From an optimization exercise on the open Yosys and OpenROAD flow, aimed at small area, a short achievable clock period and few clock cycles per item; shortcuts taken in it are not production practice.
At most, simulation tests tie the RTL to the original design; equivalence was not proved.
Power figures rest on the tool's default switching activity, not on a simulated workload.

// psn_line_decoder
module psn_line_decoder (
    input  wire        clk,
    input  wire        rst_n,
    input  wire        in_valid,
    output wire        in_ready,
    input  wire [39:0] in_beat,
    input  wire        in_marked,
    input  wire [3:0]  in_mark_pos,
    output wire        out_valid,
    input  wire        out_ready,
    output wire [31:0] out_data,
    output wire        out_last,
    output wire [2:0]  out_status,
    output wire [3:0]  out_pos
);
For scale: ~1400 cells after synthesis, ~750 flip-flops, roughly 91 I/O pins.
clock: 7.0 ns
lec_check: 0
cap_margin: 10
core_margin: 2
core_utilization: 40
cts_cluster_diameter: 80
cts_cluster_size: 30
setup_slack_margin: 4.3
slew_margin: 10
standard.sh (not shown) runs the stock make flow with config.mk's settings and CLKGATE_MAP_FILE= SYNTH_SCRIPT=/design/flow/synth_recipe.tcl, a recipe that flattens the netlist after the stock synthesis.
==> flow/flow/run.sh <==
#!/bin/bash
# The standard layout (standard.sh, unchanged synthesis, floorplan, power grid and
# routing) with two settings passed to the ORFS scripts:
#  - the ports are buffered with sky130_fd_sc_hd__buf_2 instead of the default cell
#    (clkdlybuf4s50_1, a delay cell), still one buffer per input and output port;
#  - clock tree synthesis without dummy loads, with the sink clustering of config.mk.
# standard.sh's full output goes to standard.log in the work folder; ORFS's own logs
# stay under orfs/logs.
set -euo pipefail
export BUFFER_PORTS_ARGS="-buffer_cell sky130_fd_sc_hd__buf_2"
export CTS_ARGS="-sink_clustering_enable -repair_clock_nets -sink_clustering_size 30 -sink_clustering_max_diameter 80 -dont_use_dummy_load"
bash standard.sh > standard.log 2>&1
Next try:
--- a/flow/design.v
+++ b/flow/design.v
@@ -186,42 +186,23 @@
     always @(posedge clk) begin
         if (!rst_n) begin
             q_v        <= 1'b0;
             bcnt       <= 4'd0;
             pend_v     <= 1'b0;
             wr_off     <= 5'd0;
             rd_off     <= 5'd0;
             count      <= 5'd0;
             rd_idx     <= 4'd0;
             a_v        <= 1'b0;
             in_ready_q <= 1'b1;
-            pend_st    <= ST_CLEAN;
-            pend_fp    <= 4'hF;
-            a_d        <= 32'd0;
-            a_last     <= 1'b0;
-            a_st       <= ST_CLEAN;
-            a_pos      <= 4'hF;
-            a_fp       <= 4'hF;
         end else begin
-            if (q_v && q_last) begin
-                pend_st <= dec_st;
-                pend_fp <= dec_fp;
-            end
-            if (ext) begin
-                a_last <= (rd_idx == 4'd15);
-                a_st   <= x_st;
-                a_pos  <= (x_st == ST_CORRECTED || x_st == ST_ERASURE) ? x_fp : 4'hF;
-                a_fp   <= x_fp;
-            end
-            if (a_load)
-                a_d <= rd[EX] ^ x_mask;
             q_v <= wr;
             if (inc)
                 count <= count_p1;
             else if (dec)
                 count <= count_m1;
             wr_off <= wr ? 5'd0 : dec_off(wr_off);
             if (wr && count == 5'd0)
                 rd_off <= RN - 2;
             else if (!ext)
                 rd_off <= dec_off(rd_off);
             in_ready_q <= in_ready_n;
@@ -234,20 +215,32 @@
             if (a_load)
                 a_v <= ext_ok;
             if (ext)
                 rd_idx <= rd_idx + 4'd1;
         end
     end
     always @(posedge clk) begin
         if (q_v) begin
             f_good   <= n_good;
             f_clean  <= n_clean;
             f_poison <= n_poison;
-        end
+            if (q_last) begin
+                pend_st <= dec_st;
+                pend_fp <= dec_fp;
+            end
+        end
+        if (ext) begin
+            a_last <= (rd_idx == 4'd15);
+            a_st   <= x_st;
+            a_pos  <= (x_st == ST_CORRECTED || x_st == ST_ERASURE) ? x_fp : 4'hF;
+            a_fp   <= x_fp;
+        end
+        if (a_load)
+            a_d <= rd[EX] ^ x_mask;
     end
     assign in_ready   = in_ready_q;
     assign out_valid  = a_v;
     assign out_data   = a_d;
     assign out_last   = a_last;
     assign out_status = a_st;
     assign out_pos    = a_pos;
 endmodule
The new run completed without violations.
Critical path depth is lower by 10.
Power is higher by about 1.5%.
Cell count is lower by about 4.5%.
Non-clock buffer count does not change.
Hold slack is better by 28 ps.
Design area barely changes.
Routed wire length is about the same.
First-iteration DRC count is lower by about 30%.
Clock power is about the same.
Register-to-register slack is better by 40 ps.
Worst setup slack is better by 37 ps.
Global-route usage is higher by 0.22 points.
Core utilization is higher by 0.17 points.
Testbench counts after the change, summed over its fixed seeds: cycles 23,148, lines 1,440.
No functional check of the RTL was part of the first run of this note.

port drivers added, routing unchanged:
The results above use ideal ports. As a check the final layouts listed here were re-extracted and re-timed, cells and wires unchanged. Step 1 (the two cells are an assumption about what drives the block):
set clk [get_ports {clk}]
set_driving_cell -lib_cell sky130_fd_sc_hd__clkbuf_16 $clk
set_driving_cell -lib_cell sky130_fd_sc_hd__buf_2 [delete_from_list [all_inputs] $clk]
Step 2, shift: input delay + t, output delay - t, t = (earliest + latest rising clock arrival at the registers) / 2. This alone moves slack from input paths to output paths. Three values: no drivers, after step 1, after step 2; two values: the first two.
run	shift t [ns]	slack for setup (ns)	hold WS [ns]	clock arrival spread, ns	worst data-port slew with drivers (ns)
the first run	0.615	4.325 / 4.325 / 3.890	0.246 / 0.246 / 0.246	0.100 / 0.100	0.11
the second run	0.583	4.363 / 4.310 / 3.870	0.273 / 0.273 / 0.273	0.091 / 0.091	0.07
After both steps setup and hold are still met in every run listed. For the second run, which loses most, drivers alone change the setup slack by -0.053 ns; drivers and shift together by -0.493 ns.
